From an optimization exercise on the open Yosys and OpenROAD flow, aimed at small area, a short achievable clock period and few clock cycles per item; shortcuts taken in it are not production practice. In this exercise RTL edits were held to simulation tests only and were not proved equivalent to the original. Power figures rest on the tool's default switching activity, not on a simulated workload.

Setup of rev 12:
## tile_alu
module tile_alu (
    input  wire        clk,
    input  wire        rst,
    input  wire        in_valid,
    output wire        in_ready,
    input  wire        in_first,      
    input  wire [7:0]  in_op,
    input  wire [1:0]  in_mod,
    input  wire [17:0] in_srca,       
    input  wire [17:0] in_srcb,       
    input  wire [39:0] in_a,          
    input  wire        in_at,
    input  wire [39:0] in_b,          
    input  wire        in_bt,
    input  wire [39:0] in_hi,         
    input  wire        in_ht,
    input  wire [39:0] in_d,          
    input  wire        in_dt,
    output reg         out_valid,
    output reg         out_wr,        
    output reg  [39:0] out_res,       
    output reg         out_t,         
    output reg         out_sat,       
    output reg         out_chk,       
    output reg         out_c,         
    output reg         out_ct         
);
    localparam [7:0] OP_NOP = 8'h01, OP_MOV = 8'h02, OP_ADD = 8'h03, OP_SUB = 8'h04,
                     OP_MIN = 8'h05, OP_MAX = 8'h06, OP_ABS = 8'h07, OP_NEG = 8'h08,
                     OP_CLAMP = 8'h09, OP_SEL = 8'h0A, OP_CMPLT = 8'h0B, OP_CMPLE = 8'h0C,
                     OP_SHL = 8'h10, OP_SHR = 8'h11, OP_LDI = 8'h18,
                     OP_MACZ = 8'h20, OP_MAC = 8'h21, OP_MSU = 8'h22, OP_ACCST = 8'h23,
                     OP_MULS32 = 8'h24, OP_INTEG = 8'h28, OP_CHK = 8'h38;
    localparam [39:0] MAX40 = 40'h7F_FFFF_FFFF;
    localparam [39:0] MIN40 = 40'h80_0000_0000;
    localparam [87:0] MAX88 = {1'b0, {87{1'b1}}};
  ...
Size in the first run: ~11000 cells after synthesis, roughly 760 flip-flops, roughly 260 I/O pins.
clock: 24.0 ns
lec_check: 0
abc_clock_period_in_ps: 6000
cap_margin: 20
core_margin: 2
core_utilization: 40
place_density: 0.5
slew_margin: 20
standard.sh (not shown) runs the stock make flow with config.mk's settings and CLKGATE_MAP_FILE= SYNTH_SCRIPT=/design/flow/synth_recipe.tcl, a recipe that flattens the netlist after the stock synthesis.
==> flow/flow/run.sh <==
#!/bin/bash
set -uo pipefail
MARGIN=${MARGIN:-17}
bash standard.sh SETUP_SLACK_MARGIN=$MARGIN finish > standard.log 2>&1
status=$?
tail -20 standard.log
exit $status
Testbench counts of rev 12, summed over its fixed seeds: cycles 160,032, slots 160,000.
## Diff of input files: rev 13 against rev 12
==> flow/run.sh (new file) <==
#!/bin/bash
# synth_recipe.tcl (not shown) runs the flow's synth.tcl, then flattens the netlist and writes it again
# the make line also repeats each setting of config.mk as NAME=value (left out here)
make -C /OpenROAD-flow-scripts/flow DESIGN_CONFIG=/design/flow/config.mk WORK_HOME=/design/flow/orfs CLKGATE_MAP_FILE= SYNTH_SCRIPT=/design/flow/synth_recipe.tcl finish
removed: flow/flow/run.sh
removed: flow/standard.sh
==> summary.txt <==
Final critical-path required period delta (rev 13 − rev 12): unfavourable. ~same global-route wire length before repair in rev 13 and rev 12. Rev 12 -> rev 13: number of standard cells in the layout, taps in and fillers out flat. Diff rev 12..rev 13 | final standard cell area without fillers | negligible.


Another version of the RTL of tile_alu (not shown whole).
Size: roughly 9900 cells after synthesis, ~0.083 sq mm of cells after synthesis.
export LEC_CHECK = 0
export ABC_CLOCK_PERIOD_IN_PS = 6000
export CAP_MARGIN = 20
export CORE_MARGIN = 2
export CORE_UTILIZATION = 40
export PLACE_DENSITY = 0.5
export SLEW_MARGIN = 20
create_clock -name core_clock -period 24.0 [get_ports {clk}]
==> flow/flow/run.sh <==
#!/bin/bash
set -uo pipefail
MARGIN=${MARGIN:-17.8}
bash standard.sh SETUP_SLACK_MARGIN=$MARGIN finish > standard.log 2>&1
status=$?
tail -20 standard.log
exit $status
Testbench counts at the start, summed over its fixed seeds: cycles 160,032, slots 160,000.
Edit:
==> flow/flow/run.sh (replaced) <==
#!/bin/bash
set -uo pipefail
MARGIN=${MARGIN:-18}
bash standard.sh SETUP_SLACK_MARGIN=$MARGIN \
  "BUFFER_PORTS_ARGS=-buffer_cell sky130_fd_sc_hd__buf_2" finish > standard.log 2>&1
status=$?
tail -20 standard.log
exit $status
Outcome: First-iteration DRC count went down by 6.3%. Power decreases by 13%. Non-clock buffer count goes up by 15. Register-to-register slack improves by 0.21 ns.

==> separate check: timing with driven ports <==
In the flow no input, the clock included, has a driving cell. The finished layouts below were timed again as built, in two steps. Step 1, drivers: a clkbuf_16 drives clk and a buf_2 each remaining input, both assumed. Step 2, shift: input delay + t, output delay - t, t = (earliest + latest rising clock arrival at the registers) / 2. This alone moves slack from input paths to output paths. Three values: ideal, step 1, step 2; two values: the first two.
run	t (ns)	setup WS [ns]	worst setup path after step 2	slew at the worst register clock pin (ns)	worst slew at a driven data input, ns
rev 12	0.881	17.258 / 17.258 / 16.804	input to register	0.08 / 0.08	0.13
rev 13	0.871	15.962 / 15.962 / 15.962	register to register	0.08 / 0.08	0.13
the first run of note 2	0.822	17.733 / 17.733 / 17.075	input to register	0.08 / 0.08	0.12
the second run of note 2	0.823	17.948 / 17.944 / 17.370	input to register	0.07 / 0.07	0.10
After both steps every run listed still meets setup and hold. The setup slack of the first run of note 2, which loses most, moves by 0.000 ns with the drivers and by -0.658 ns with both steps.
